Context: an optimization exercise on an open-source flow, tuned for small area. The choices shown serve that exercise and are no tape-out recipe. RTL that was checked went through simulation tests only; none was proved equivalent to the original. For runs 1 to 4, only the layout was checked, not whether the RTL still works.

[config.mk]
export PLATFORM = sky130hd
export DESIGN_NAME = dec_chain
export DESIGN_NICKNAME = dec_chain
export VERILOG_FILES = /design/flow/design.v
export SDC_FILE = /design/flow/constraint.sdc
export NUM_CORES = 4
export LEC_CHECK = 0
export CAP_MARGIN = 20
export CORE_MARGIN = 2
export CORE_UTILIZATION = 40
export CTS_BUF_LIST = sky130_fd_sc_hd__clkbuf_8
export SLEW_MARGIN = 20
[constraint.sdc]
create_clock -name core_clock -period 20.0 [get_ports {clk}]
set_input_delay 4.0000 -clock core_clock [delete_from_list [all_inputs] [get_ports {clk}]]
set_output_delay 4.0000 -clock core_clock [all_outputs]
set_load 0.01 [all_outputs]
[design.v]
module dec_stage (
    input  wire        clk,
    input  wire        clr,       
    input  wire [3:0]  m,         
    input  wire [3:0]  ph,        
    input  wire        take,      
    input  wire [31:0] x_in,      
    input  wire [35:0] sum_in,    
    output reg  [35:0] s,         
    output reg         z,         
    output reg  [31:0] x,         
    output reg         ev         
);
    reg [479:0] ring;             
    reg [3:0]   wp;               
    reg         full;             
    reg         pend;             
    wire        upd  = pend && (ph == wp);
    wire [31:0] tap  = ring[479:448];
    wire        last = (wp == m - 4'd1);
    always @(posedge clk)
        ring <= {ring[447:0], upd ? x : tap};
    always @(posedge clk)
        if (take)
            x <= x_in;
        else if (upd)
            x <= full ? tap : 32'd0;
    always @(posedge clk) begin
        if (clr) begin
            z    <= 1'b1;
            wp   <= 4'd0;
            full <= 1'b0;
            pend <= 1'b0;
            ev   <= 1'b0;
        end else if (upd) begin
            wp   <= last ? 4'd0 : wp + 4'd1;
            full <= full | last;
            pend <= 1'b0;
            ev   <= 1'b1;
        end
        if (take) begin
            s    <= sum_in;           
            z    <= (m == 4'd0);
            pend <= (m != 4'd0);
            ev   <= 1'b0;
        end
    end
endmodule
module dec_chain (
    input  wire        clk,
    input  wire        rst,
    input  wire        in_valid,
    input  wire        in_first,       
    input  wire        in_clear,       
    input  wire [31:0] in_data,
    input  wire [31:0] cfg_st01,       
    input  wire [31:0] cfg_st23,       
    input  wire [95:0] cfg_gcorr,      
    input  wire        cfg_hold_zero,
    output reg         out_valid,
    output wire [31:0] out_data,
    output wire        out_settled,
    output wire        out_sat
);
    wire ld = in_valid && in_clear;
    wire [3:0] c_m0 = cfg_st01[3:0]   - 4'd1;
    wire [3:0] c_m1 = cfg_st01[19:16] - 4'd1;
    wire [3:0] c_m2 = cfg_st23[3:0]   - 4'd1;
    wire [3:0] c_m3 = cfg_st23[19:16] - 4'd1;
    wire [3:0] c_lq0 = {1'b0, cfg_st01[14:12]};
    wire [3:0] c_lq1 = c_lq0 + {1'b0, cfg_st01[30:28]};
    wire [3:0] c_lq2 = c_lq1 + {1'b0, cfg_st23[14:12]};
    wire [3:0] c_lq3 = c_lq2 + {1'b0, cfg_st23[30:28]};
    reg [3:0]  m0, m1, m2, m3;           
    reg [3:0]  lq0, lq1, lq2, lq3;       
    reg [23:0] g0, g1, g2, g3;           
    reg        hold_zero;
    always @(posedge clk) begin
        if (rst) begin
            m0 <= 4'd0; m1 <= 4'd0; m2 <= 4'd0; m3 <= 4'd0;
            lq0 <= 4'd0; lq1 <= 4'd0; lq2 <= 4'd0; lq3 <= 4'd0;
            hold_zero <= 1'b0;
        end else if (ld) begin
            m0 <= c_m0; m1 <= c_m1; m2 <= c_m2; m3 <= c_m3;
            lq0 <= c_lq0; lq1 <= c_lq1; lq2 <= c_lq2; lq3 <= c_lq3;
            hold_zero <= cfg_hold_zero;
        end
        if (ld) begin
            g0 <= cfg_gcorr[23:0];
            g1 <= cfg_gcorr[47:24];
            g2 <= cfg_gcorr[71:48];
            g3 <= cfg_gcorr[95:72];
        end
    end
    reg [3:0] k;
    reg       clr_d;        
    always @(posedge clk) begin
        if (rst) begin
            k     <= 4'd0;
            clr_d <= 1'b0;
        end else begin
            if (in_valid || k != 4'd0)
                k <= k + 4'd1;
            if (in_valid)
                clr_d <= in_clear;
        end
    end
    wire       active = (k != 4'd0);       
    wire [1:0] sj   = k[3:2];              
    wire [1:0] sub  = k[1:0];              
    wire       first = (sub == 2'd0);
    reg [7:0]  pos;
    reg [13:0] left;        
    reg [3:0] sp_m, sp_lq;
    always @(*) begin
        case (sub)
            2'd1:    begin sp_m = m1; sp_lq = lq0; end
            2'd2:    begin sp_m = m2; sp_lq = lq1; end
            default: begin sp_m = m3; sp_lq = lq2; end
        endcase
    end
    wire [13:0] sp_add = {10'd0, sp_m} << sp_lq;
    always @(posedge clk) begin
        if (rst) begin
            left <= 14'd0;
        end else if (in_valid) begin
            pos  <= in_first ? 8'd0 : pos + 8'd1;
            left <= in_clear ? {10'd0, c_m0} : (left == 14'd0) ? 14'd0 : left - 14'd1;
        end else if (active && clr_d && sj == 2'd0) begin
            left <= left + sp_add;
        end
    end
    wire settled = (left == 14'd0);
    function keep_at(input [7:0] ps, input [3:0] lq);
        keep_at = &(ps | (8'hFF << lq));
    endfunction
    wire [3:0] m0_e = ld ? c_m0 : m0;     
    reg [3:0]  m_j, lq_p;
    reg [23:0] g_j;
    reg [35:0] s_j;        
    reg        z_j;
    reg [31:0] x_j;
    wire [35:0] s0, s1, s2, s3;
    wire [31:0] x0, x1, x2, x3;
    wire        e0, e1, e2, e3;
    wire        z0, z1, z2, z3;
    always @(*) begin
        case (sj)
            2'd0: begin m_j = m0_e; g_j = g0; s_j = s0; z_j = ld || z0; x_j = (e0 && !ld) ? x0 : 32'd0; lq_p = 4'd0; end
            2'd1: begin m_j = m1; g_j = g1; s_j = s1; z_j = z1; x_j = e1 ? x1 : 32'd0; lq_p = lq0; end
            2'd2: begin m_j = m2; g_j = g2; s_j = s2; z_j = z2; x_j = e2 ? x2 : 32'd0; lq_p = lq1; end
            default: begin m_j = m3; g_j = g3; s_j = s3; z_j = z3; x_j = e3 ? x3 : 32'd0; lq_p = lq2; end
        endcase
    end
    wire kp = keep_at(pos, lq_p);          
    wire k3 = keep_at(pos, lq3);           
    reg  [35:0] acc;        
    reg         st;         
    wire [31:0] xin   = in_valid ? in_data : acc[31:0];
    wire        satin = !in_valid && acc[32];
    wire [35:0] sum    = (z_j ? 36'd0 : s_j) + {{4{xin[31]}}, xin} - {{4{x_j[31]}}, x_j};
    wire [2:0]  c      = m_j[3] ? 3'd4 : m_j[2] ? 3'd3 : m_j[1] ? 3'd2 : m_j[0] ? 3'd1 : 3'd0;
    wire [35:0] mcand  = (first ? sum : s_j) << (3'd4 - c);
    wire        pw2 = ((m_j & (m_j + 4'd1)) == 4'd0);
    reg  [5:0]  gd;
    always @(*) begin
        case (sub)
            2'd0:    gd = ld ? cfg_gcorr[5:0] : g_j[5:0];
            2'd1:    gd = g_j[11:6];
            2'd2:    gd = g_j[17:12];
            default: gd = g_j[23:18];
        endcase
    end
    wire [5:0] dig = pw2 ? ((sub == 2'd3) ? 6'b100000 : 6'd0) : gd;
    wire signed [41:0] y = $signed(mcand) * $signed({1'b0, dig})
                         + $signed(first ? 36'h000_400_0000 : acc);
    wire        tie   = !(st | (|y[8:0]));
    wire [32:0] trunc = y[41:9];
    wire [31:0] r     = {trunc[31:1], trunc[0] & !tie};
    wire        povf  = !trunc[32] & trunc[31];
    wire        novf  = trunc[32] & !trunc[31];
    wire        sat   = povf | novf;
    wire [31:0] xres  = povf ? 32'h7FFF_FFFF : novf ? 32'h8000_0000 : r;
    always @(posedge clk) begin
        if (sub == 2'd3)
            acc <= {3'd0, sat, xres};
        else
            acc <= y[41:6];
        st <= (st & !first) | (|y[5:0]);
    end
    wire clr = rst || ld;
    wire tk0 = in_valid && !rst;
    wire tk1 = active && first && (sj == 2'd1) && kp;
    wire tk2 = active && first && (sj == 2'd2) && kp;
    wire tk3 = active && first && (sj == 2'd3) && kp;
    reg [3:0] ph;
    always @(posedge clk)
        if (rst || ph == 4'd14) ph <= 4'd0;
        else                    ph <= ph + 4'd1;
    dec_stage u_st0 (.clk(clk), .clr(clr), .m(m0_e),.ph(ph), .take(tk0), .x_in(xin), .sum_in(sum), .s(s0), .z(z0), .x(x0), .ev(e0));
    dec_stage u_st1 (.clk(clk), .clr(clr), .m(m1),  .ph(ph), .take(tk1), .x_in(xin), .sum_in(sum), .s(s1), .z(z1), .x(x1), .ev(e1));
    dec_stage u_st2 (.clk(clk), .clr(clr), .m(m2),  .ph(ph), .take(tk2), .x_in(xin), .sum_in(sum), .s(s2), .z(z2), .x(x2), .ev(e2));
    dec_stage u_st3 (.clk(clk), .clr(clr), .m(m3),  .ph(ph), .take(tk3), .x_in(xin), .sum_in(sum), .s(s3), .z(z3), .x(x3), .ev(e3));
    reg sticky;
    always @(posedge clk) begin
        if (clr)
            sticky <= 1'b0;
        else if (active && first && kp && satin)
            sticky <= 1'b1;
        else if (out_valid && sat)
            sticky <= 1'b1;
    end
    always @(posedge clk) begin
        if (rst) out_valid <= 1'b0;
        else     out_valid <= active && (k == 4'd14) && k3;
    end
    assign out_data    = (hold_zero && !settled) ? 32'd0 : xres;
    assign out_settled = settled;
    assign out_sat     = sticky | sat;
endmodule
[run.sh]
#!/bin/bash
# synth_recipe.tcl (not shown) runs the flow's synth.tcl, then flattens the netlist and writes it again
# the make line also repeats each setting of config.mk as NAME=value (left out here)
make -C /OpenROAD-flow-scripts/flow DESIGN_CONFIG=/design/flow/config.mk WORK_HOME=/design/flow/orfs CLKGATE_MAP_FILE= SYNTH_SCRIPT=/design/flow/synth_recipe.tcl finish
==> notes.md, run 1 <==
Clock Skews=between 0.09 and 0.1 ns; final std cells w/o fill=between 9000 and 10000; die width=between 400 and 500 µm; CP Data Required Time=~16 ns; Setup Crit Path Kind=in2out; Total Wirelength=about 190 mm; Post-DP HPWL=around 130 mm; Final Hold Viols=0; min-delay src=u_st3.ring[110]; worst r2r src=k[2]; utilization after layout=0.469; hold buffer count at cts=0; Placeable Area=around 190000 µm²; register area=around 52000 µm²; Synth Area in Adders=0.0857; total grt overflow=0; post-route minimum period=just under 20 ns; Fin Setup TNS=0 ns; vias per cell=4.88; TritonCTS clock tree=done; crit path from=in_clear; PnR worst setup slack=between 0.4 and 0.5 ns; asr flop ratio synth=0; XOR/XNOR Fraction of Synth Area=0.0163; # rows=roughly 160; Hold Path Class=reg2reg; first-pass GRT wire length=~280 mm; fillcell total=17524; Clock Latency Late Sink=about 1.0 ns; Root Buffer=clkbuf_8; Crit Reg-Reg Endpoint=acc[25]; vias in the first global route=around 47000; fraction of layout cells with a size suffix above 1=0.142; Hold WS=0.285 ns; post-synthesis mux area share=0.0514; Period Utilization, post-route=0.976; Worst Tran Pin Value=1.04 ns; PortBufs=196; # DRC=0; Setup crit start kind=primary input; syn nets=roughly 6600; pin count of the biggest net entering global routing=65; RSZ-0062 raised after global routing=false; area of the multi-input gates=23800 µm²; synthesis-stage register bit count=2422; NumNets Final=between 7000 and 8000; max-slew violations=0; worst hold stages=0; Unique masters post-synth=between 100 and 150; initial antenna violation count=9; CP peak stage delay=just under 0.6 ns; Synth Instances=around 6000; Ports=between 200 and 250; post-synthesis compound-gate area fraction=0.0775; TritonCTS buffer count=about 370; Post-synth EDFFs=between 300 and 400; Setup crit end kind=output port; endpoints failing setup=0; Simple-Gate Fraction of Synth Area=0.0706; H-tree depth=5; Initial Utilization=0.403; hold path endpoint=u_st3.ring[142]; Max Buffers Root-to-Sink=4; fmax=51.2 MHz; Crit-path slowest cell=clkdlybuf4s50_1; Worst EP arrival=15.53 ns; total of max-cap violations=0; post-place setup slack=~0.48 ns; DRT Pass-1 Iters=9; Die ar.=200000 µm²; r2r setup slk=about 7.6 ns; main combinational cell family by area after synthesis=adder cells; Avg WL per Cell=between 15 and 20 µm; ys flop type=dfxtp_1; Worst Reg-to-Reg Cells=38; Post-Place Cells=~8700; RePlAce Congestion=0.921; synthesized area per cell=13.1 µm²; DRT iter0 DRCs=3221; warnings from Yosys=2; CP Max Fanout=24; Syn Std Cell Area=a little under 80000 µm²; Reg clk slew, reported paths=around 0.060 ns; relative slew slack=0.304; status=timing/DRC/antenna clean; Post-DRT Antenna Nets=0; routed via count=around 46000; Area growth syn-to-layout=16.5%; GRT Util Overall=0.186; chip height=447 µm; post-synthesis sequential area ratio=0.666; Sink Count=approximately 2400
## sequential cells by signal, summed over array words and instances, names as in the netlist, 32 cells and up
name	flops
u_st3.s	36
u_st0.ring	480
u_st2.x	32
u_st1.s	36
u_st2.ring	480
u_st0.s	36
u_st1.ring	480
u_st2.s	36
u_st3.x	32
u_st1.x	32
u_st0.x	32
acc	36
u_st3.ring	480
## per-layer routing
metal  vias to the layer above  GRT usage  share of wire  wire [µm]
li1                      21648          -              -          -
met1                     22445      0.260           0.47      87300
met2                      1340      0.287           0.44      82100
met3                       311     0.0439          0.062      11500
met4                         6     0.0560          0.023       4300
met5                         -          0        0.00023         42
## placed cells by master (no fill, tap or decap), drive strengths merged, types with 21 or more instances in the layout
cell type and count:
a211oi 60, a21o 46, a21oi 153, a222oi 34
a22oi 35, and2 35, and3 22, buf 142
clkbuf 453, clkdlybuf4s50 195, clkinv 45, dfxtp 2038
edfxtp 384, fa 220, ha 170, inv 508
mux2 143, mux2i 118, mux4 55, nand2 310
nand2b 32, nand3 189, nand4 29, nor2 301
nor2b 48, nor3 81, o211ai 32, o21a 21
o21ai 302, o22ai 31, or2 32, or3 26
xnor2 87, xor2 57
## worst max-delay path: cells and delay by family
kind            cells  cell delay (ns)
compound gates      6             1.65
mux                 3             1.45
fa+ha+maj           8             3.72
buf+inv             9             1.87
xor+xnor            1             0.38
simple gates       10             2.37
## worst max-delay path by stage
stage                     slack (ns)  cells after the start      endpoint
after global routing            0.06                     37   out_data[1]
after detailed placement        0.48                     37   out_data[1]
after floorplan                 2.55                     41  out_data[30]
final                           0.47                     37   out_data[1]
after global placement          0.40                     36   out_data[1]
after CTS                       0.39                     37   out_data[1]
## cells by family after synthesis
logic type | after synthesis
xor+xnor | 145
compound gates | 917
buf+inv | 633
fa+ha+maj | 409
simple gates | 1163
mux | 316
flops | 2422
## cells in the mapped netlist (31+ instances only)
library cell / count / share of area
dfxtp_1: 2038 / 0.52
edfxtp_1: 384 / 0.15
a211oi_1: 58 / 0.0055
nor2b_1: 48 / 0.0038
a21o_1: 46 / 0.0044
o21ai_0: 250 / 0.016
nand2b_1: 32 / 0.0025
nor2_1: 298 / 0.014
o22ai_1: 31 / 0.0025
a222oi_1: 34 / 0.0043
nand3_1: 189 / 0.012
xnor2_1: 87 / 0.0097
a21oi_1: 151 / 0.0096
a22oi_1: 35 / 0.0033
inv_1: 374 / 0.018
mux2i_1: 118 / 0.015
o21ai_1: 50 / 0.0032
clkbuf_1: 159 / 0.0076
nand2_1: 308 / 0.015
buf_2: 52 / 0.0033
mux4_2: 55 / 0.016
ha_1: 170 / 0.027
nor3_1: 79 / 0.0050
fa_1: 220 / 0.056
xor2_1: 57 / 0.0064
mux2_2: 140 / 0.020
## what timing repair did
action,CTS,global route
setup buffers,0,0
resized for setup,0,4
setup endpoints to repair,0,3
## metrics by stage
step / area [µm²]
detailed placement: 83900
floorplan: 78600
finish: 91500
global route: 91500
CTS: 91500
global placement: 83900
## final cells by class
type                            count  area share
Antenna cell                        5    0.000137
Clock buffer                      453      0.0682
Clock inverter                    202      0.0149
Inverter                          377      0.0155
Multi-Input combinational cell   2950       0.260
Sequential cell                  2422       0.572
Tap cell                         2624      0.0359
Timing Repair Buffer              337      0.0334
==> inputs of run 2 (changes only) <==
--- a/config.mk
+++ b/config.mk
@@ -10,3 +10,4 @@
 export CORE_UTILIZATION = 40
 export CTS_BUF_LIST = sky130_fd_sc_hd__clkbuf_8
+export GPL_TIMING_DRIVEN = 0
 export SLEW_MARGIN = 20
==> run 2 against run 1 <==
Global-route usage increased by 3.1 points. Design area increased by 0.59%. Area after synthesis unchanged. Critical path depth increased by 6. Wire length increased by 17%. Largest cell class unchanged. Setup slack got worse by 0.11 ns. Non-clock buffer count increased by 137. Hold slack got worse by 0.040 ns. Highest routed layer unchanged. Synthesized cell count unchanged.
==> notes.md, run 2 <==
Worst path top cell family by delay=adder cells; Root Buffer=clkbuf_8; Avg WL per Cell=22.9 µm (+16%); die width=447 µm (unchanged); Reg clk slew, reported paths=0.06 ns (about the same); detailed-routed wire length on met3=13.0 mm (+13%); worst r2r src=k[3]; TritonCTS clock tree=done; initial antenna violation count=12 (+3); r2r setup slk=6.49 ns (-1.08 ns); Setup crit start kind=primary input; fmax=50.9 MHz (-0.55%); Post-synth EDFFs=384 (unchanged); first-pass GRT wire length=316 mm (+12%); most common cell in the synthesized netlist=dfxtp_1; top cells by area, synth=dfxtp_1 (52%), edfxtp_1 (15%), fa_1 (5.6%); Clock Skews=0.111 ns (+0.0138 ns); Area growth syn-to-layout=17.1%; ys flop type=dfxtp_1; Ports=233 (unchanged); GRT Util Overall=0.217 (+0.0307); post-place setup slack=-1.45 ns (-1.93 ns); most frequent cells in the layout=dfxtp_1 (2038), inv_1 (489), clkbuf_8 (457), edfxtp_1 (384), nand2_1 (307); Setup crit end kind=output port; Die ar.=200000 µm² (unchanged); fraction of layout cells with a size suffix above 1=0.142 (about the same); Worst EP arrival=15.64 ns (+0.11 ns); Max Buffers Root-to-Sink=4 (unchanged); CP Data Required Time=16.00 ns (about the same); Post-DP HPWL=163 mm (+25%); Placeable Area=195000 µm² (unchanged); Total Wirelength=218 mm (+17%); Post-Place Cells=8837 (+1.5%); Crit Reg-Reg Endpoint=acc[23]; endpoints failing setup=0 (unchanged); Period Utilization, post-route=0.982 (+0.00545); PortBufs=192 (-2.0%); syn nets=6593 (unchanged); Final Hold Viols=0 (unchanged); most common cell after layout, fill and taps aside=dfxtp_1; pin count of the biggest net entering global routing=35 (-46%); chip height=447 µm (unchanged); status=timing/DRC/antenna clean; DRT iter0 DRCs=4044 (+26%); routed via count=47587 (+4.0%); asr flop ratio synth=0 (unchanged); DRT Pass-1 Iters=8 (-1); Post-DRT Antenna Nets=0 (unchanged); worst path bufs/invs=14 (+5); total grt overflow=0 (unchanged); synthesis-stage register bit count=2422 (unchanged); area leader, netlist=dfxtp_1; Hold Path Class=reg2reg; met2 wire len=98.5 mm (+20%); worst hold stages=0 (unchanged); Worst Reg-to-Reg Cells=46 (+21%); uppermost layer routed=met5; # DRC=0 (unchanged); PnR worst setup slack=0.362 ns (-0.109 ns); instance count on the critical path=43 (+16%); Yosys top cell area share=0.519 (unchanged); CP peak stage delay=0.56 ns (-0.03 ns); max-slew violations=0 (unchanged); Post-synth top cells=dfxtp_1 (2038), edfxtp_1 (384), inv_1 (374), nand2_1 (308), nor2_1 (298); hold path endpoint=u_st2.ring[225]; Unique masters post-synth=103 (unchanged); CP Max Fanout=10 (-58%); TritonCTS buffer count=373 (unchanged); final std cells w/o fill=9514 (+1.5%); Clock Latency Late Sink=1.08 ns (+0.04 ns); Worst Tran Pin Value=1.29 ns (+0.252 ns); Sink Count=2422 (unchanged); # rows=162 (unchanged); Setup Crit Path Kind=in2out; met1 wire length=97.0 mm (+11%); Hold WS=0.245 ns (-0.0396 ns); Synth Instances=6005 (unchanged); Syn Std Cell Area=78600 µm² (unchanged); Initial Utilization=0.403 (unchanged); warnings from Yosys=2 (unchanged); total of max-cap violations=0 (unchanged); post-route minimum period=19.64 ns (+0.109 ns); vias in the first global route=47643 (+2.1%); synthesized area per cell=13.1 µm² (unchanged); RePlAce Congestion=0.921 (about the same); relative slew slack=0.139 (-0.165); NumNets Final=7186 (+1.9%); H-tree depth=5 (unchanged); utilization after layout=0.472 (+0.00275); vias per cell=5.00 (+2.4%); post-synthesis sequential area ratio=0.666 (unchanged); Crit-path slowest cell=mux4_2; min-delay src=u_st2.ring[193]
## run 2: area by class of cell
cell class | instances | area, µm²
buffer | 252 | 1170
timing repair buffer | 222 | 2280
fill | 17612 | 103000
inverter | 377 | 1420
clock inverter | 205 | 1090
antenna | 6 | 15.0
sequential | 2422 | 52300
tap | 2624 | 3280
multi-input combinational | 2950 | 24200
clock buffer | 456 | 6280
## run 2: kinds of logic (layout without fill, tap and decap cells)
logic type      Yosys count  in the layout  share of synthesized area
compound gates          917            917                     0.0775
xor+xnor                145            145                     0.0163
fa+ha+maj               409            409                     0.0857
buf+inv                 633           1512                     0.0323
flops                  2422           2422                      0.666
mux                     316            316                     0.0514
other cells               0              6                          0
simple gates           1163           1163                     0.0706
## run 2: metrics by stage
stage               setup TNS, ns  area (µm²)
global placement           -57.85       83800
global route               -0.129       92000
finish                          0       92000
floorplan                       0       78600
CTS                             0       91700
detailed placement         -34.25       84100
## run 2: timing repair
item / CTS / global route
buffers inserted: 3 / 10
gates resized for setup: 40 / 69
setup endpoints to repair: 33 / 33
pin swaps: 8 / 13
hold buffers: 0 / 0
endpoints found under the hold margin: 0 / 0
## run 2: metal layers
| layer | vias to the layer above | track usage |
|---|---|---|
| met5 | - | 0 |
| met2 | 1657 | 0.342 |
| met1 | 23584 | 0.295 |
| met4 | 2 | 0.0922 |
| met3 | 410 | 0.0363 |
| li1 | 21934 | - |
## run 2: worst max-delay path by stage
stage                         from      endpoint  slack (ns)
after global placement    in_clear       out_sat       -2.14
after CTS                 in_valid  out_data[23]        0.02
after floorplan           in_clear  out_data[30]        2.55
after global routing      in_valid   out_data[8]       -0.05
final                     in_clear  out_data[23]        0.36
after detailed placement  in_clear       out_sat       -1.45
## run 2: worst reg2reg max path: cells and delay by family, from the launching register on
family / cells / cell delay (ns)
AO/OA/AOI/OAI: 9 / 2.17
adder cells (fa/ha/maj): 9 / 3.54
buffers and inverters: 17 / 4.35
flip-flops: 1 / 0.30
multiplexers: 3 / 1.08
AND/OR/NAND/NOR: 8 / 1.94
==> inputs of run 3 (changes only) <==
--- a/design.v
+++ b/design.v
@@ -25,5 +25,5 @@
             x <= x_in;
         else if (upd)
-            x <= full ? tap : 32'd0;
+            x <= tap;
     always @(posedge clk) begin
         if (clr) begin
@@ -37,5 +37,5 @@
             full <= full | last;
             pend <= 1'b0;
-            ev   <= 1'b1;
+            ev   <= full;
         end
         if (take) begin
@@ -107,4 +107,5 @@
     end
     wire       active = (k != 4'd0);       
+    wire       ldx    = !active && in_clear;    
     wire [1:0] sj   = k[3:2];              
     wire [1:0] sub  = k[1:0];              
@@ -135,5 +136,5 @@
         keep_at = &(ps | (8'hFF << lq));
     endfunction
-    wire [3:0] m0_e = ld ? c_m0 : m0;     
+    wire [3:0] m0_e = ldx ? c_m0 : m0;     
     reg [3:0]  m_j, lq_p;
     reg [23:0] g_j;
@@ -147,5 +148,5 @@
     always @(*) begin
         case (sj)
-            2'd0: begin m_j = m0_e; g_j = g0; s_j = s0; z_j = ld || z0; x_j = (e0 && !ld) ? x0 : 32'd0; lq_p = 4'd0; end
+            2'd0: begin m_j = m0_e; g_j = g0; s_j = s0; z_j = z0; x_j = e0 ? x0 : 32'd0; lq_p = 4'd0; end
             2'd1: begin m_j = m1; g_j = g1; s_j = s1; z_j = z1; x_j = e1 ? x1 : 32'd0; lq_p = lq0; end
             2'd2: begin m_j = m2; g_j = g2; s_j = s2; z_j = z2; x_j = e2 ? x2 : 32'd0; lq_p = lq1; end
@@ -157,7 +158,8 @@
     reg  [35:0] acc;        
     reg         st;         
-    wire [31:0] xin   = in_valid ? in_data : acc[31:0];
-    wire        satin = !in_valid && acc[32];
-    wire [35:0] sum    = (z_j ? 36'd0 : s_j) + {{4{xin[31]}}, xin} - {{4{x_j[31]}}, x_j};
+    wire [31:0] xin   = active ? acc[31:0] : in_data;
+    wire        satin = active && acc[32];
+    wire [35:0] sum_h  = (z_j ? 36'd0 : s_j) + {{4{xin[31]}}, xin} - {{4{x_j[31]}}, x_j};
+    wire [35:0] sum    = ldx ? {{4{in_data[31]}}, in_data} : sum_h;
     wire [2:0]  c      = m_j[3] ? 3'd4 : m_j[2] ? 3'd3 : m_j[1] ? 3'd2 : m_j[0] ? 3'd1 : 3'd0;
     wire [35:0] mcand  = (first ? sum : s_j) << (3'd4 - c);
@@ -166,5 +168,5 @@
     always @(*) begin
         case (sub)
-            2'd0:    gd = ld ? cfg_gcorr[5:0] : g_j[5:0];
+            2'd0:    gd = ldx ? cfg_gcorr[5:0] : g_j[5:0];
             2'd1:    gd = g_j[11:6];
             2'd2:    gd = g_j[17:12];
--- a/config.mk
+++ b/config.mk
@@ -9,5 +9,4 @@
 export CORE_MARGIN = 2
 export CORE_UTILIZATION = 40
-export CTS_BUF_LIST = sky130_fd_sc_hd__clkbuf_8
-export GPL_TIMING_DRIVEN = 0
+export CTS_BUF_LIST = sky130_fd_sc_hd__clkbuf_4
 export SLEW_MARGIN = 20
==> run 3 against run 2 <==
Still clean. Clock-buffer cell count rose by 417. Wire length down 18%. Setup slack improved by 0.49 ns. Sequential share of layout area up 1.2 points. Die area fell by 1.1%. Critical path depth decreased by 10. Hold slack better by 0.029 ns. Synthesized cell count fell by 1.9%. Largest cell class unchanged.
==> notes.md, run 3 <==
most common cell in the synthesized netlist=dfxtp_1; NumNets Final=7137 (-0.68%); worst r2r src=k[3]; worst path bufs/invs=5 (-9); Placeable Area=193000 µm² (-1.1%); asr flop ratio synth=0 (unchanged); endpoints failing setup=0 (unchanged); Crit-path slowest cell=a222oi_1; Worst Tran Pin Value=1.07 ns (-0.224 ns); instance count on the critical path=33 (-23%); hold buffer count at cts=0 (unchanged); area leader, netlist=dfxtp_1; Post-synth EDFFs=384 (unchanged); most common cell after layout, fill and taps aside=dfxtp_1; Max Buffers Root-to-Sink=4 (unchanged); pin count of the biggest net entering global routing=87 (+150%); most frequent cells in the layout=dfxtp_1 (2036), clkbuf_4 (873), nand2_1 (387), edfxtp_1 (384), nor2_1 (352); # DRC=0 (unchanged); Area growth syn-to-layout=16.0%; DRT Pass-1 Iters=6 (-2); RSZ-0062 raised after global routing=false; ys flop type=dfxtp_1; Setup crit start kind=primary input; total grt overflow=0 (unchanged); Yosys top cell area share=0.525 (+0.00602); Period Utilization, post-route=0.957 (-0.0245); RePlAce Congestion=0.901 (-2.2%); Worst Reg-to-Reg Cells=34 (-26%); Final Hold Viols=0 (unchanged); CP endpoint=out_data[3]; min-delay src=u_st3.ring[291]; post-synthesis sequential area ratio=0.674 (+0.00772); fillcell total=17276 (-1.9%); vias in the first global route=46934 (-1.5%); PnR worst setup slack=0.851 ns (+0.490 ns); Hold WS=0.274 ns (+0.0291 ns); Unique masters post-synth=103 (unchanged); r2r setup slk=7.29 ns (+0.80 ns); GRT Util Overall=0.180 (-0.0364); TritonCTS clock tree=done; crit path from=in_data[17]; Crit Reg-Reg Endpoint=acc[29]; Worst path top cell family by delay=adder cells; warnings from Yosys=2 (unchanged); initial antenna violation count=19 (+7); synthesized area per cell=13.2 µm² (+0.73%); Root Buffer=clkbuf_4; post-route minimum period=19.15 ns (-0.490 ns); Total Wirelength=179 mm (-18%); Setup crit end kind=output port; Reg clk slew, reported paths=0.07 ns (about the same); post-place setup slack=0.653 ns (+2.10 ns); Syn Std Cell Area=77700 µm² (-1.1%); synthesis-stage register bit count=2422 (unchanged); fmax=52.2 MHz (+2.6%); most used cell, CP=fa_1; Worst EP arrival=15.15 ns (-0.49 ns); Clock Skews=0.109 ns (-0.00161 ns); TritonCTS buffer count=590 (+58%); Ports=233 (unchanged); relative slew slack=0.279 (+0.140); Initial Utilization=0.403 (about the same); DRT iter0 DRCs=2875 (-29%); total of max-cap violations=0 (unchanged); post-cts gate resize count=0 (-100%); CP Max Fanout=11 (+1); top cells by area, synth=dfxtp_1 (53%), edfxtp_1 (15%), fa_1 (5.7%); Hold Path Class=reg2reg; die width=445 µm (-0.57%); vias per cell=4.83 (-3.5%); Post-synth top cells=dfxtp_1 (2038), nand2_1 (389), edfxtp_1 (384), nor2_1 (355), inv_1 (350); PortBufs=196 (+2.1%); postcts setup bufs=0 (-3); max-slew violations=0 (unchanged); Post-DRT Antenna Nets=0 (unchanged); Setup Crit Path Kind=in2out; # rows=161 (-0.62%); chip height=445 µm (-0.57%); CP peak stage delay=0.93 ns (+0.37 ns); Post-DP HPWL=121 mm (-26%); Clock Latency Late Sink=1.27 ns (+0.19 ns); Sink Count=2422 (unchanged); Synth Instances=5893 (-1.9%); first-pass GRT wire length=273 mm (-14%); CP Data Required Time=16.00 ns (about the same); H-tree depth=6 (+1); status=timing/DRC/antenna clean; Fin Setup TNS=0 ns (unchanged); Avg WL per Cell=18.8 µm (-18%); fraction of layout cells with a size suffix above 1=0.193 (+0.0510); syn nets=6479 (-1.7%); routed via count=45807 (-3.7%); Die ar.=198000 µm² (-1.1%)
## run 3: worst min-delay path by stage
stage                     slack [ns]              end  cells past startpoint
after CTS                       0.25   u_st3.ring[62]                      0
final                           0.27  u_st3.ring[323]                      0
after global placement          0.31  u_st1.ring[344]                      0
after global routing            0.24   u_st3.ring[62]                      0
after floorplan                 0.31  u_st0.ring[100]                      0
after detailed placement        0.31  u_st0.ring[109]                      0
## run 3: logic make-up after synthesis
kind of cell	count (synthesis)	share of synthesized area
compound gates	858	0.0723
simple gates	1183	0.0707
buf+inv	587	0.0293
fa+ha+maj	390	0.0843
xor+xnor	141	0.0160
flops	2422	0.674
mux	312	0.0535
## run 3: per-stage QoR
stage               cells   util  cell area (µm²)
floorplan            5893      -            77700
global route         9484  0.467            90100
CTS                  9476  0.467            90000
finish               9488  0.467            90100
global placement     8484  0.429            82800
detailed placement   8485  0.429            82800
## run 3: final cells by class
type | count | area [µm²] | share of cell area
antenna | 12 | 30.0 | 0.000333
clock buffer | 873 | 6550 | 0.0727
clock inverter | 118 | 711 | 0.00789
inverter | 355 | 1340 | 0.0148
multi-input combinational | 2884 | 23200 | 0.258
sequential | 2422 | 52300 | 0.581
tap | 2526 | 3160 | 0.0351
timing repair buffer | 298 | 2760 | 0.0306
## run 3: routing by layer
metal / up-vias / share of wire / GRT usage / routed length (µm)
met5: - / 0 / 0 / 0
met4: 0 / 0.025 / 0.0726 / 4490
met3: 278 / 0.057 / 0.0439 / 10200
met2: 1295 / 0.46 / 0.280 / 82100
met1: 22456 / 0.46 / 0.242 / 81700
li1: 21778 / - / - / -
## run 3: worst register-to-register path: cells and delay by family (launching register included)
kind,cells,cell delay [ns]
adder cells (fa/ha/maj),7,3.45
AND/OR/NAND/NOR,12,3.31
buffers and inverters,5,1.12
AO/OA/AOI/OAI,8,3.05
multiplexers,1,0.72
XOR/XNOR,1,0.42
flip-flops,1,0.51
==> inputs of run 4 (changes only) <==
--- a/design.v
+++ b/design.v
@@ -156,4 +156,7 @@
     wire kp = keep_at(pos, lq_p);          
     wire k3 = keep_at(pos, lq3);           
+    function [83:0] csa(input [41:0] a, input [41:0] b, input [41:0] c);
+        csa = {((a & b) | (a & c) | (b & c)) << 1, a ^ b ^ c};
+    endfunction
     reg  [35:0] acc;        
     reg         st;         
@@ -175,6 +178,18 @@
     end
     wire [5:0] dig = pw2 ? ((sub == 2'd3) ? 6'b100000 : 6'd0) : gd;
-    wire signed [41:0] y = $signed(mcand) * $signed({1'b0, dig})
-                         + $signed(first ? 36'h000_400_0000 : acc);
+    wire [35:0] addend = first ? 36'h000_400_0000 : acc;
+    wire [41:0] r0 = {6'd0, ~(mcand[35] & dig[0]), mcand[34:0] & {35{dig[0]}}};
+    wire [41:0] r1 = {5'd0, ~(mcand[35] & dig[1]), mcand[34:0] & {35{dig[1]}}, 1'd0};
+    wire [41:0] r2 = {4'd0, ~(mcand[35] & dig[2]), mcand[34:0] & {35{dig[2]}}, 2'd0};
+    wire [41:0] r3 = {3'd0, ~(mcand[35] & dig[3]), mcand[34:0] & {35{dig[3]}}, 3'd0};
+    wire [41:0] r4 = {2'd0, ~(mcand[35] & dig[4]), mcand[34:0] & {35{dig[4]}}, 4'd0};
+    wire [41:0] r5 = {1'd0, ~(mcand[35] & dig[5]), mcand[34:0] & {35{dig[5]}}, 5'd0};
+    wire [41:0] r6 = {6'b100000, ~addend[35], addend[34:0]};     
+    wire [83:0] l1a = csa(r0, r1, r2);
+    wire [83:0] l1b = csa(r3, r4, r5);
+    wire [83:0] l2a = csa(l1a[41:0], l1a[83:42], l1b[41:0]);
+    wire [83:0] l2b = csa(l1b[83:42], r6, l2a[41:0]);
+    wire [83:0] l3a = csa(l2a[83:42], l2b[41:0], l2b[83:42]);
+    wire [41:0] y = l3a[41:0] + l3a[83:42];
     wire        tie   = !(st | (|y[8:0]));
     wire [32:0] trunc = y[41:9];
--- a/config.mk
+++ b/config.mk
@@ -8,5 +8,5 @@
 export CAP_MARGIN = 20
 export CORE_MARGIN = 2
-export CORE_UTILIZATION = 40
-export CTS_BUF_LIST = sky130_fd_sc_hd__clkbuf_4
+export CORE_UTILIZATION = 60
+export CTS_BUF_LIST = sky130_fd_sc_hd__clkbuf_8
 export SLEW_MARGIN = 20
==> run 4 against run 3 <==
Critical path depth grew 4. Die area shrank 34%. Wire length shrank 7.5%. Design area shrank 2.5%. Maximum frequency grew 0.11%. Still clean on timing, DRC and antenna. Global-route usage grew 7.6 points. Setup slack gained 0.022 ns. Clock skew grew 0.010 ns. Highest routed layer is now met5.
==> notes.md, run 4 <==
endpoints failing setup=0 (unchanged); relative slew slack=0.303 (+0.0240); Syn Std Cell Area=76600 µm² (-1.4%); total grt overflow=0 (unchanged); PnR worst setup slack=0.873 ns (+0.0215 ns); Crit-path slowest cell=a2111oi_0; max-slew violations=0 (unchanged); most common cell in the synthesized netlist=dfxtp_1; synthesized area per cell=13.3 µm² (+0.90%); DRT Pass-1 Iters=7 (+1); Ports=233 (unchanged); post-route minimum period=19.13 ns (-0.0215 ns); Yosys top cell area share=0.533 (+0.00741); # rows=131 (-19%); chip height=361 µm (-19%); Placeable Area=127000 µm² (-34%); Setup crit end kind=output port; r2r setup slk=7.22 ns (-0.07 ns); fraction of layout cells with a size suffix above 1=0.139 (-0.0535); Post-DP HPWL=112 mm (-6.9%); synthesis-stage register bit count=2422 (unchanged); most frequent cells in the layout=dfxtp_1 (2036), nand2_1 (546), inv_1 (445), clkbuf_8 (439), edfxtp_1 (384); RSZ-0062 raised after global routing=false; vias per cell=5.33 (+10%); initial antenna violation count=11 (-8); RePlAce Congestion=0.931 (+3.3%); Unique masters post-synth=88 (-15%); H-tree depth=5 (-1); # DRC=0 (unchanged); Area growth syn-to-layout=14.8%; worst r2r src=k[3]; CP Data Required Time=16.00 ns (about the same); PortBufs=196 (unchanged); post-synthesis sequential area ratio=0.683 (+0.00950); syn nets=6303 (-2.7%); Worst Reg-to-Reg Cells=39 (+15%); final std cells w/o fill=8149 (-14%); post-place setup slack=0.893 ns (+0.241 ns); worst hold stages=0 (unchanged); hold path endpoint=u_st3.ring[244]; crit path from=in_data[7]; Avg WL per Cell=20.3 µm (+7.7%); CP Max Fanout=28 (+17); Worst Tran Pin Value=1.05 ns (-0.0224 ns); ys flop type=dfxtp_1; Die ar.=130000 µm² (-34%); total of max-cap violations=0 (unchanged); warnings from Yosys=2 (unchanged); Post-DP Area=80900 µm² (-2.3%); routed via count=43396 (-5.3%); GRT Util Overall=0.256 (+0.0756); Crit Reg-Reg Endpoint=acc[12]; Reg clk slew, reported paths=0.06 ns (about the same); NumNets Final=6765 (-5.2%); top cells by area, synth=dfxtp_1 (53%), edfxtp_1 (15%), fa_1 (5.5%); Worst path top cell family by delay=adder cells; DRT iter0 DRCs=3227 (+12%); Setup crit start kind=primary input; asr flop ratio synth=0 (unchanged); TritonCTS clock tree=done; Post-synth top cells=dfxtp_1 (2038), nand2_1 (549), edfxtp_1 (384), inv_1 (323), o21ai_0 (278); area leader, netlist=dfxtp_1; Hold Path Class=reg2reg; Post-DRT Antenna Nets=0 (unchanged); hold buffer count at cts=0 (unchanged); Initial Utilization=0.603 (+0.200); Total Wirelength=165 mm (-7.5%); Worst EP arrival=15.13 ns (-0.02 ns); fmax=52.3 MHz (+0.11%); fillcell total=8945 (-48%); Fin Setup TNS=0 ns (unchanged); pin count of the biggest net entering global routing=68 (-22%); status=timing/DRC/antenna clean; Setup Crit Path Kind=in2out; Post-synth EDFFs=384 (unchanged); Sink Count=2422 (unchanged); Post-Place Cells=7516 (-11%); TritonCTS buffer count=365 (-38%); die width=361 µm (-19%); Clock Latency Late Sink=0.99 ns (-0.28 ns); worst path bufs/invs=10 (+5); vias in the first global route=43697 (-6.9%); Synth Instances=5759 (-2.3%); min-delay src=u_st3.ring[212]; design area=87900 µm² (-2.5%); most common cell after layout, fill and taps aside=dfxtp_1; Period Utilization, post-route=0.956 (-0.00108); Clock Skews=0.119 ns (+0.00999 ns); Final Hold Viols=0 (unchanged); Root Buffer=clkbuf_8; first-pass GRT wire length=254 mm (-7.0%); Max Buffers Root-to-Sink=4 (unchanged); CP peak stage delay=0.63 ns (-0.30 ns)
run 4: cell count changes in the layout (fill, tap and decap cells not counted), sizes merged, moves of 17 or more:
cell | previous run | this run
a21oi | 171 | 150
nor3 | 77 | 60
nor2 | 355 | 213
maj3 | 2 | 28
buf | 102 | 123
or2 | 46 | 20
clkinv | 90 | 46
ha | 165 | 135
nand2 | 389 | 549
and2 | 22 | 42
inv | 372 | 455
nor2b | 75 | 54
clkbuf | 873 | 439
run 4: area by class of cell:
class / instances / area, µm² / area share
clock buffer: 439 / 6040 / 0.0688
clock inverter: 187 / 930 / 0.0106
timing repair buffer: 319 / 2940 / 0.0334
tap: 1662 / 2080 / 0.0237
multi-input combinational: 2789 / 22300 / 0.254
inverter: 324 / 1220 / 0.0139
sequential: 2422 / 52300 / 0.596
antenna: 7 / 17.5 / 0.000199
run 4: worst max path at each step:
| stage | cells after the start | slack (ns) | endpoint |
|---|---|---|---|
| 4_1_cts | 35 | 0.82 | out_data[12] |
| 3_5_place_dp | 35 | 0.89 | out_data[12] |
| 6_report | 37 | 0.87 | out_data[3] |
| 2_1_floorplan | 36 | 3.33 | out_data[19] |
| 3_3_place_gp | 35 | 0.90 | out_data[12] |
| 5_1_grt | 35 | 0.12 | out_data[12] |
run 4: what timing repair did:
| item | in CTS | in global routing |
|---|---|---|
| setup endpoints to repair | 0 | 1 |
| setup buffers | 0 | 0 |
| resized for setup | 0 | 1 |
run 4: routing by layer:
| metal | GRT usage | vias up | wire length [µm] |
|---|---|---|---|
| met5 | 0 | - | 50 |
| met1 | 0.369 | 21119 | 77300 |
| met2 | 0.382 | 1357 | 72000 |
| li1 | - | 20598 | - |
| met4 | 0.0958 | 8 | 4990 |
| met3 | 0.0553 | 314 | 10800 |
run 4: stage by stage:
stage / util / hold slack (ns)
final: 0.692 / 0.248
after CTS: 0.692 / 0.238
after floorplan: - / 0.310
after detailed placement: 0.637 / 0.312
after global routing: 0.692 / 0.240
after global placement: 0.637 / 0.309
run 4: cells by family after synthesis:
| kind of cell | after synthesis | share of synthesized area |
|---|---|---|
| DFF | 2422 | 0.683 |
| and+or+nand+nor | 1141 | 0.0670 |
| AOI/OAI and AO/OA | 794 | 0.0663 |
| buffers and inverters | 548 | 0.0277 |
| adders and majority gates | 374 | 0.0809 |
| muxes | 334 | 0.0580 |
| xor gates and xnor gates | 146 | 0.0168 |
==> inputs of run 5 (changes only) <==
--- a/design.v
+++ b/design.v
@@ -163,8 +163,16 @@
     wire [31:0] xin   = active ? acc[31:0] : in_data;
     wire        satin = active && acc[32];
-    wire [35:0] sum_h  = (z_j ? 36'd0 : s_j) + {{4{xin[31]}}, xin} - {{4{x_j[31]}}, x_j};
+    wire [35:0] sa = z_j ? 36'd0 : s_j;
+    wire [35:0] sb = {{4{xin[31]}}, xin};
+    wire [35:0] sc = ~{{4{x_j[31]}}, x_j};
+    wire [35:0] sum_h  = (sa ^ sb ^ sc) + {(sa[34:0] & sb[34:0]) | (sa[34:0] & sc[34:0]) | (sb[34:0] & sc[34:0]), 1'b1};
     wire [35:0] sum    = ldx ? {{4{in_data[31]}}, in_data} : sum_h;
     wire [2:0]  c      = m_j[3] ? 3'd4 : m_j[2] ? 3'd3 : m_j[1] ? 3'd2 : m_j[0] ? 3'd1 : 3'd0;
-    wire [35:0] mcand  = (first ? sum : s_j) << (3'd4 - c);
+    wire [35:0] msrc   = first ? sum : s_j;
+    wire [35:0] mcand  = ({36{c == 3'd4}} & msrc)
+                       | ({36{c == 3'd3}} & {msrc[34:0], 1'b0})
+                       | ({36{c == 3'd2}} & {msrc[33:0], 2'b0})
+                       | ({36{c == 3'd1}} & {msrc[32:0], 3'b0})
+                       | ({36{c == 3'd0}} & {msrc[31:0], 4'b0});
     wire        pw2 = ((m_j & (m_j + 4'd1)) == 4'd0);
     reg  [5:0]  gd;
--- a/config.mk
+++ b/config.mk
@@ -9,4 +9,5 @@
 export CORE_MARGIN = 2
 export CORE_UTILIZATION = 60
-export CTS_BUF_LIST = sky130_fd_sc_hd__clkbuf_8
+export CTS_CLUSTER_DIAMETER = 60
+export CTS_CLUSTER_SIZE = 25
 export SLEW_MARGIN = 20
==> run 5 against run 4 <==
Critical path type unchanged. First-iteration DRC count down 9.0%. Register-to-register slack worse by 0.25 ns. Die area down 0.48%. Maximum frequency down 1.5%.
==> notes.md, run 5 <==
CP Max Fanout=14 (-50%); H-tree depth=4 (-1); RePlAce Congestion=0.925 (-0.66%); Sink Count=2422 (unchanged); Setup Crit Path Kind=in2out; pin count of the biggest net entering global routing=84 (+24%); CP peak stage delay=0.65 ns (+0.02 ns); PortBufs=196 (unchanged); synthesis-stage register bit count=2422 (unchanged); TritonCTS clock tree=done; DRT iter0 DRCs=2937 (-9.0%); Worst Tran Pin Value=1.13 ns (+0.0866 ns); utilization after layout=0.669 (-0.0224); CP Data Required Time=16.00 ns (about the same); Total Wirelength=159 mm (-3.5%); ys flop type=dfxtp_1; Area growth syn-to-layout=10.6%; Crit-path slowest cell=clkdlybuf4s50_1; Period Utilization, post-route=0.971 (+0.0148); Root Buffer=clkbuf_16; fillcell total=9284 (+3.8%); design area=84300 µm² (-4.1%); fmax=51.5 MHz (-1.5%); post-route minimum period=19.42 ns (+0.297 ns); Avg WL per Cell=20.8 µm (+2.5%); Placeable Area=126000 µm² (-0.89%); post-cts gate resize count=0 (unchanged); Post-Place Cells=7455 (-0.81%); Hold Path Class=reg2reg; TritonCTS buffer count=133 (-64%); Unique masters post-synth=98 (+11%); met2 wire len=72.0 mm (about the same); most common cell in the synthesized netlist=dfxtp_1; Die ar.=130000 µm² (-0.48%); # rows=130 (-0.76%); Max Buffers Root-to-Sink=3 (-1); vias per cell=5.42 (+1.8%); chip height=360 µm (-0.24%); asr flop ratio synth=0 (unchanged); uppermost layer routed=met5; postcts setup bufs=0 (unchanged); Ports=233 (unchanged); Clock Latency Late Sink=0.79 ns (-0.20 ns); relative slew slack=0.224 (-0.0793); Initial Utilization=0.605 (+0.00248); syn nets=6302 (-0.016%); hold buffer count at cts=0 (unchanged); Synth Instances=5760 (+0.017%); first-pass GRT wire length=245 mm (-3.6%); Fin Setup TNS=0 ns (unchanged); Yosys top cell area share=0.535 (+0.00259); Post-DRT Antenna Nets=0 (unchanged); total of max-cap violations=0 (unchanged); routed via count=41600 (-4.1%); Final Hold Viols=0 (unchanged); Setup crit start kind=primary input; RSZ-0062 raised after global routing=false; post-synthesis sequential area ratio=0.687 (+0.00332); final std cells w/o fill=7677 (-5.8%); Post-synth top cells=dfxtp_1 (2038), nand2_1 (615), edfxtp_1 (384), inv_1 (270), o21ai_0 (261); NumNets Final=6482 (-4.2%); warnings from Yosys=2 (unchanged); die width=360 µm (-0.24%); endpoints failing setup=0 (unchanged); most common cell after layout, fill and taps aside=dfxtp_1; Clock Skews=0.0516 ns (-0.0676 ns); fraction of layout cells with a size suffix above 1=0.0913 (-0.0479); Post-DP HPWL=109 mm (-2.6%); GRT Util Overall=0.246 (-0.00961); total grt overflow=0 (unchanged); Post-DP Area=80000 µm² (-1.1%); DRT Pass-1 Iters=5 (-2); met1 wire length=75.3 mm (-2.6%); Post-synth EDFFs=384 (unchanged); most frequent cells in the layout=dfxtp_1 (2036), nand2_1 (615), edfxtp_1 (384), inv_1 (269), o21ai_0 (261); status=timing/DRC/antenna clean; area leader, netlist=dfxtp_1; top cells by area, synth=dfxtp_1 (54%), edfxtp_1 (15%), fa_1 (5.6%); max-slew violations=0 (unchanged); worst hold stages=0 (unchanged); initial antenna violation count=7 (-4); Reg clk slew, reported paths=0.09 ns (+0.03 ns); # DRC=0 (unchanged); Syn Std Cell Area=76200 µm² (-0.48%); Worst Reg-to-Reg Cells=35 (-10%); Setup crit end kind=output port; vias in the first global route=41522 (-5.0%); Worst EP arrival=15.42 ns (+0.29 ns); detailed-routed wire length on met3=8.30 mm (-23%); synthesized area per cell=13.2 µm² (-0.50%)
[run 5: cell types whose count changed in the layout (fill, tap and decap cells not counted), sizes merged, moves of 19 or more]
| cell | before | now |
|---|---|---|
| buf | 123 | 88 |
| maj3 | 28 | 7 |
| nor2 | 213 | 232 |
| clkinv | 46 | 14 |
| inv | 455 | 295 |
| mux2i | 116 | 67 |
| clkbuf | 439 | 180 |
| nand2 | 549 | 617 |
[run 5: final timing paths]
check	startpoint	endpoint	slack, ns
worst max-delay path	in_data[11]	out_data[30]	0.58
worst min-delay path	u_st0.ring[63]	u_st0.ring[95]	0.30
worst max register to register	k[0]	acc[14]	6.97
worst min register to register	u_st0.ring[63]	u_st0.ring[95]	0.30
[run 5: kinds of logic (layout without fill, tap and decap cells)]
logic type	Yosys count	count (layout)	share of synthesized area
flops	2422	2422	0.687
simple gates	1254	1254	0.0748
compound gates	805	805	0.0682
buf+inv	512	777	0.0274
fa+ha+maj	351	351	0.0783
mux	270	270	0.0479
xor+xnor	146	146	0.0168
other cells	0	2	0
[run 5: metal layers]
layer,global-route usage,vias up
li1,-,19869
met4,0.0683,2
met1,0.357,20455
met3,0.0406,220
met2,0.386,1054
met5,0,-
[run 5: layout make-up]
cell class / instances / area, µm² / share of cell area
clock inverter: 40 / 638 / 0.00757
timing repair buffer: 284 / 2650 / 0.0314
sequential: 2422 / 52300 / 0.621
clock buffer: 180 / 3620 / 0.0430
multi-input combinational: 2826 / 21900 / 0.260
antenna: 2 / 5.00 / 0.0000594
inverter: 273 / 1030 / 0.0122
tap: 1650 / 2060 / 0.0245
[run 5: worst max-delay path, delay by kind of cell]
family | cells | cell delay, ns
xor gates and xnor gates | 2 | 0.54
buffers and inverters | 8 | 1.61
adders and majority gates | 7 | 3.51
muxes | 1 | 0.28
and+or+nand+nor | 10 | 3.04
AOI/OAI and AO/OA | 6 | 2.39
[run 5: stage by stage]
| step | worst slack, ns | hold WS, ns |
|---|---|---|
| after floorplan | 3.87 | 0.310 |
| after global placement | 0.726 | 0.310 |
| after detailed placement | 0.677 | 0.312 |
| after CTS | 0.604 | 0.292 |
| after global routing | 0.0625 | 0.305 |
| final | 0.576 | 0.303 |
==> inputs of run 6 (changes only) <==
==> flow/run.sh (new file) <==
#!/bin/bash
# Standard layout, with smaller port buffers and no dummy loads in the clock tree.
set -euo pipefail
cd "$(dirname "$0")/.."
bash standard.sh \
  "CTS_ARGS=-sink_clustering_enable -repair_clock_nets -dont_use_dummy_load -sink_clustering_size 25 -sink_clustering_max_diameter 60" \
  "BUFFER_PORTS_ARGS=-buffer_cell sky130_fd_sc_hd__buf_1" \
  finish > flow.log 2>&1
==> standard.sh (new file) <==
#!/bin/bash
# synth_recipe.tcl (not shown) runs the flow's synth.tcl, then flattens the netlist and writes it again
# the make line also repeats each setting of config.mk as NAME=value (left out here)
make -C /OpenROAD-flow-scripts/flow DESIGN_CONFIG=/design/flow/config.mk WORK_HOME=/design/flow/orfs CLKGATE_MAP_FILE= SYNTH_SCRIPT=/design/flow/synth_recipe.tcl "${@:-finish}"
removed: run.sh
==> run 6 against run 5 <==
Hold slack worse by 0.039 ns. Register-to-register slack got worse by 0.57 ns. Design area shrank 2.7%. Synthesized cell count did not move. Via count shrank 0.72%. Maximum frequency up 1.1%. Critical endpoint unchanged. Highest routed layer unchanged.
==> notes.md, run 6 <==
NumNets Final=6460 (-0.34%); area leader, netlist=dfxtp_1; XOR/XNOR Fraction of Synth Area=0.0168 (unchanged); Post-DRT Antenna Nets=0 (unchanged); Period Utilization, post-route=0.961 (-0.0104); total of max-cap violations=0 (unchanged); Die ar.=130000 µm² (unchanged); Crit Reg-Reg Endpoint=acc[25]; TritonCTS clock tree=done; fillcell total=9624 (+3.7%); hold buffer count at cts=0 (unchanged); post-route minimum period=19.22 ns (-0.209 ns); r2r setup slk=6.40 ns (-0.57 ns); Total Wirelength=158 mm (-1.1%); Root Buffer=clkbuf_16; CP Data Required Time=16.00 ns (about the same); Unique masters post-synth=98 (unchanged); worst r2r src=k[0]; CP endpoint=out_data[30]; most common cell after layout, fill and taps aside=dfxtp_1; # rows=130 (unchanged); RSZ-0062 raised after global routing=false; RePlAce Congestion=0.943 (+2.0%); Initial Utilization=0.605 (unchanged); Post-DP HPWL=108 mm (-0.87%); GRT Util Overall=0.245 (-0.000925); main combinational cell family by area after synthesis=adder cells; relative slew slack=0.277 (+0.0536); max-slew violations=0 (unchanged); die width=360 µm (unchanged); DRT iter0 DRCs=2950 (+0.44%); CP peak stage delay=0.69 ns (+0.04 ns); Post-synth EDFFs=384 (unchanged); Final Hold Viols=0 (unchanged); worst path bufs/invs=7 (-1); Setup crit end kind=output port; H-tree depth=4 (unchanged); post-synthesis compound-gate area fraction=0.0682 (unchanged); top cells by area, synth=dfxtp_1 (54%), edfxtp_1 (15%), fa_1 (5.6%); Worst path top cell family by delay=simple AND/OR/NAND/NOR gates; Synth Area in Adders=0.0783 (unchanged); Fin Setup TNS=0 ns (unchanged); initial antenna violation count=17 (+10); routed via count=41301 (-0.72%); synthesized area per cell=13.2 µm² (unchanged); instance count on the critical path=33 (-2.9%); first-pass GRT wire length=243 mm (-0.82%); fraction of layout cells with a size suffix above 1=0.0816 (-0.00964); Crit-path slowest cell=mux2i_1; Simple-Gate Fraction of Synth Area=0.0748 (unchanged); PortBufs=196 (unchanged); Setup crit start kind=primary input; Reg clk slew, reported paths=0.09 ns (about the same); pin count of the biggest net entering global routing=87 (+3.6%); design area=82000 µm² (-2.7%); vias in the first global route=41230 (-0.70%); Sink Count=2422 (unchanged); Clock Latency Late Sink=0.79 ns (about the same); DRT Pass-1 Iters=5 (unchanged); post-synthesis sequential area ratio=0.687 (unchanged); vias per cell=5.45 (+0.63%); CP Max Fanout=14 (unchanged); Avg WL per Cell=20.8 µm (+0.28%); Synth Instances=5760 (unchanged); Yosys top cell area share=0.535 (unchanged); Placeable Area=126000 µm² (unchanged); total grt overflow=0 (unchanged); fmax=52.0 MHz (+1.1%); ys flop type=dfxtp_1; Post-DP Area=78600 µm² (-1.8%); endpoints failing setup=0 (unchanged); syn nets=6302 (unchanged); # DRC=0 (unchanged); Setup Crit Path Kind=in2out; Hold Path Class=reg2reg; Ports=233 (unchanged); most frequent cells in the layout=dfxtp_1 (2036), nand2_1 (615), edfxtp_1 (384), inv_1 (268), o21ai_0 (261); Clock Skews=0.114 ns (+0.0627 ns); warnings from Yosys=2 (unchanged); most common cell in the synthesized netlist=dfxtp_1; post-synthesis mux area share=0.0479 (unchanged); asr flop ratio synth=0 (unchanged); Worst Tran Pin Value=1.08 ns (-0.0558 ns); Post-synth top cells=dfxtp_1 (2038), nand2_1 (615), edfxtp_1 (384), inv_1 (270), o21ai_0 (261); Syn Std Cell Area=76200 µm² (unchanged); chip height=360 µm (unchanged); synthesis-stage register bit count=2422 (unchanged); Max Buffers Root-to-Sink=3 (unchanged); Worst Reg-to-Reg Cells=37 (+5.7%); Area growth syn-to-layout=7.64%; worst hold stages=0 (unchanged); TritonCTS buffer count=137 (+3.0%); crit path from=in_data[14]; postcts setup bufs=0 (unchanged); post-cts gate resize count=0 (unchanged); Hold WS=0.264 ns (-0.0392 ns); Worst EP arrival=15.22 ns (-0.20 ns); status=timing/DRC/antenna clean
[run 6: logic make-up after synthesis]
family | count (synthesis)
fa+ha+maj | 351
mux | 270
xor+xnor | 146
buf+inv | 512
flops | 2422
compound gates | 805
simple gates | 1254
[run 6: cell type report]
cell class	count	area, µm²	share of cell area
diodes	8	20.0	0.000244
clock buffers	137	3430	0.0418
inverters	273	1030	0.0125
multi-input cells	2826	21900	0.268
flip-flops and latches	2422	52300	0.638
well taps	1650	2060	0.0252
repair buffers	258	1200	0.0146
[run 6: metal layers]
metal,wire (µm),track usage,up-vias
met5,62,0,-
met4,3790,0.0726,10
met3,8310,0.0382,244
met2,70300,0.381,1064
met1,75200,0.358,20224
li1,-,-,19759
[run 6: how the worst min path moves through the flow]
stage	slack, ns	startpoint	to
after floorplan	0.31	u_st0.ring[68]	u_st0.ring[100]
after global placement	0.31	u_st2.ring[251]	u_st2.ring[283]
after detailed placement	0.31	u_st0.ring[278]	u_st0.ring[310]
after CTS	0.26	u_st0.ring[23]	u_st0.ring[55]
after global routing	0.26	u_st0.ring[176]	u_st0.ring[208]
final	0.26	u_st0.ring[23]	u_st0.ring[55]
[run 6: worst register-to-register path: cells and delay by family, from the launching register on]
family                     cells  cell delay, ns
AOI/OAI and AO/OA              6            2.57
xor gates and xnor gates       2            0.63
adders and majority gates      8            3.98
buffers and inverters          9            1.59
DFF                            1            0.34
muxes                          1            0.76
and+or+nand+nor               11            3.66
[run 6: metrics by stage]
stage	setup slack, ns	instances	utilization
after floorplan	3.87	5760	-
after global placement	1.15	7428	0.624
after detailed placement	1.13	7429	0.624
after CTS	1.08	7566	0.651
after global routing	0.466	7570	0.651
final	0.785	7574	0.652
==> inputs of run 7 (changes only) <==
--- a/config.mk
+++ b/config.mk
@@ -8,5 +8,5 @@
 export CAP_MARGIN = 20
 export CORE_MARGIN = 2
-export CORE_UTILIZATION = 60
+export CORE_UTILIZATION = 70
 export CTS_CLUSTER_DIAMETER = 60
 export CTS_CLUSTER_SIZE = 25
==> run 7 against run 6 <==
Still clean on timing, DRC and antenna. Hold slack got worse by 0.013 ns. Via count increased by 2.4%. Global-route usage increased by 5.6 points. Non-clock buffer count decreased by 4. Sequential cell count unchanged. Setup slack improved by 0.54 ns. Sequential share of layout area increased by 0.41 points. First-iteration DRC count increased by 17%. Die area decreased by 14%. Synthesized cell count unchanged. Largest cell class unchanged. Highest routed layer unchanged.
==> notes.md, run 7 <==
most common cell after layout, fill and taps aside=dfxtp_1; Avg WL per Cell=22.7 µm (+8.8%); Post-synth EDFFs=384 (unchanged); vias per cell=5.77 (+5.9%); die width=334 µm (-7.3%); Area growth syn-to-layout=6.95%; H-tree depth=4 (unchanged); Post-Place Cells=7188 (-3.2%); ys flop type=dfxtp_1; RePlAce Congestion=0.933 (-1.1%); hold buffer count at cts=0 (unchanged); RSZ-0062 raised after global routing=false; most frequent cells in the layout=dfxtp_1 (2036), nand2_1 (615), edfxtp_1 (384), inv_1 (268), o21ai_0 (261); Final Hold Viols=0 (unchanged); Reg clk slew, reported paths=0.09 ns (about the same); fmax=53.5 MHz (+2.9%); most common cell in the synthesized netlist=dfxtp_1; area leader, netlist=dfxtp_1; Setup Crit Path Kind=in2out; register area=52300 µm² (unchanged); syn nets=6302 (unchanged); chip height=334 µm (-7.3%); Worst Tran Pin Value=1.08 ns (-0.000377 ns); Period Utilization, post-route=0.934 (-0.0269); pin count of the biggest net entering global routing=87 (unchanged); NumNets Final=6449 (-0.17%); TritonCTS buffer count=130 (-5.1%); post-cts gate resize count=0 (unchanged); final std cells w/o fill=7330 (-3.2%); asr flop ratio synth=0 (unchanged); routed via count=42309 (+2.4%); Worst EP arrival=14.68 ns (-0.54 ns); Initial Utilization=0.703 (+0.0977); # DRC=0 (unchanged); relative slew slack=0.262 (-0.0151); fillcell total=6749 (-30%); post-route minimum period=18.68 ns (-0.537 ns); Post-synth top cells=dfxtp_1 (2038), nand2_1 (615), edfxtp_1 (384), inv_1 (270), o21ai_0 (261); Setup crit start kind=primary input; total of max-cap violations=0 (unchanged); Yosys top cell area share=0.535 (unchanged); postcts setup bufs=0 (unchanged); Crit-path slowest cell=mux2i_1; Unique masters post-synth=98 (unchanged); Max Buffers Root-to-Sink=3 (unchanged); warnings from Yosys=2 (unchanged); CP Data Required Time=16.00 ns (about the same); GRT Util Overall=0.302 (+0.0563); TritonCTS clock tree=done; area of the multi-input gates=21900 µm² (-0.16%); synthesis-stage register bit count=2422 (unchanged); Die ar.=112000 µm² (-14%); Fin Setup TNS=0 ns (unchanged); post-synthesis sequential area ratio=0.687 (unchanged); Post-DRT Antenna Nets=0 (unchanged); total grt overflow=0 (unchanged); Hold Path Class=reg2reg; Post-DP HPWL=108 mm (-0.83%); Sink Count=2422 (unchanged); Ports=233 (unchanged); endpoints failing setup=0 (unchanged); initial antenna violation count=20 (+3); Setup crit end kind=output port; fraction of layout cells with a size suffix above 1=0.0796 (-0.00205); status=timing/DRC/antenna clean; # rows=121 (-6.9%); Clock Skews=0.117 ns (+0.00280 ns); Total Wirelength=166 mm (+5.3%)
==> run 7: logic make-up (layout without fill, tap and decap cells) <==
logic type | after synthesis | in the layout | synth area share
AOI/OAI and AO/OA | 805 | 805 | 0.0682
xor gates and xnor gates | 146 | 146 | 0.0168
adders and majority gates | 351 | 351 | 0.0783
buffers and inverters | 512 | 657 | 0.0274
DFF | 2422 | 2422 | 0.687
muxes | 270 | 270 | 0.0479
other | 0 | 11 | 0
and+or+nand+nor | 1254 | 1254 | 0.0748
==> run 7: layout make-up <==
class | count | share of cell area
Clock buffer | 130 | 0.0399
Sequential cell | 2422 | 0.642
Multi-Input combinational cell | 2826 | 0.269
Tap cell | 1414 | 0.0217
Antenna cell | 11 | 0.000338
Timing Repair Buffer | 254 | 0.0144
Inverter | 273 | 0.0126
==> run 7: stage by stage <==
stage                      util  instance area [µm²]  hold WS (ns)  worst slack [ns]
after floorplan               -                76200         0.310              3.87
after global placement    0.721                78200         0.310              1.53
after detailed placement  0.721                78200         0.312              1.50
after CTS                 0.751                81500         0.251              1.45
after global routing      0.752                81500         0.246             0.770
final                     0.752                81500         0.250              1.32
==> run 7: path summary, 6_finish.rpt <==
path                     to      startpoint  cells after the start  slack [ns]
max reg2reg         acc[14]            k[3]                     38        7.03
max            out_data[21]     in_data[16]                     34        1.32
min reg2reg  u_st0.ring[63]  u_st0.ring[31]                      0        0.25
min          u_st0.ring[63]  u_st0.ring[31]                      0        0.25
==> run 7: layer usage <==
metal  GRT usage  vias to the layer above  part of all wire
li1            -                    19687                 -
met1       0.424                    20966              0.44
met2       0.491                     1376              0.47
met3      0.0477                      270             0.060
met4      0.0879                       10             0.025
met5           0                        -           0.00036
==> run 7: worst max-delay path, delay by kind of cell <==
kind                     cells  cell delay [ns]
AND/OR/NAND/NOR             10             2.96
adder cells (fa/ha/maj)      7             3.30
buffers and inverters        8             0.91
multiplexers                 1             0.86
XOR/XNOR                     2             0.28
AO/OA/AOI/OAI                6             2.31

## what the ideal ports hide
The results above use ideal ports. As a check the final layouts listed here were re-extracted and re-timed, cells and wires unchanged.
Step 1 (the two cells are an assumption about what drives the block):
set clk [get_ports {clk}]
set_driving_cell -lib_cell sky130_fd_sc_hd__clkbuf_16 $clk
set_driving_cell -lib_cell sky130_fd_sc_hd__buf_2 [delete_from_list [all_inputs] $clk]
Step 2 also shifts input and output timing later by t, the mid clock arrival at the registers, as if the neighbouring blocks saw the same clock.
Three values: ideal, step 1, step 2; two values: the first two.
run | t (ns) | setup slack, ns | hold WS [ns] | worst setup path after step 2 | worst register clock-pin slew, ns
run 1 | 1.078 | 0.470 / 0.447 / 0.447 | 0.285 / 0.285 / 0.285 | input to output | 0.07 / 0.07
run 2 | 1.109 | 0.362 / 0.300 / 0.300 | 0.245 / 0.245 / 0.245 | input to output | 0.08 / 0.08
run 3 | 1.297 | 0.851 / 0.745 / 0.745 | 0.274 / 0.274 / 0.274 | input to output | 0.08 / 0.08
run 4 | 1.008 | 0.873 / 0.843 / 0.843 | 0.248 / 0.248 / 0.248 | input to output | 0.07 / 0.07
run 5 | 0.837 | 0.576 / 0.555 / 0.555 | 0.303 / 0.303 / 0.303 | input to output | 0.10 / 0.10
run 6 | 0.815 | 0.785 / 0.765 / 0.765 | 0.264 / 0.264 / 0.264 | input to output | 0.09 / 0.09
run 7 | 0.805 | 1.322 / 1.293 / 1.293 | 0.250 / 0.250 / 0.250 | input to output | 0.10 / 0.10
After both steps every run listed still meets setup and hold. The setup slack of run 3, which loses most, moves by -0.106 ns with the drivers and by -0.106 ns with both steps.
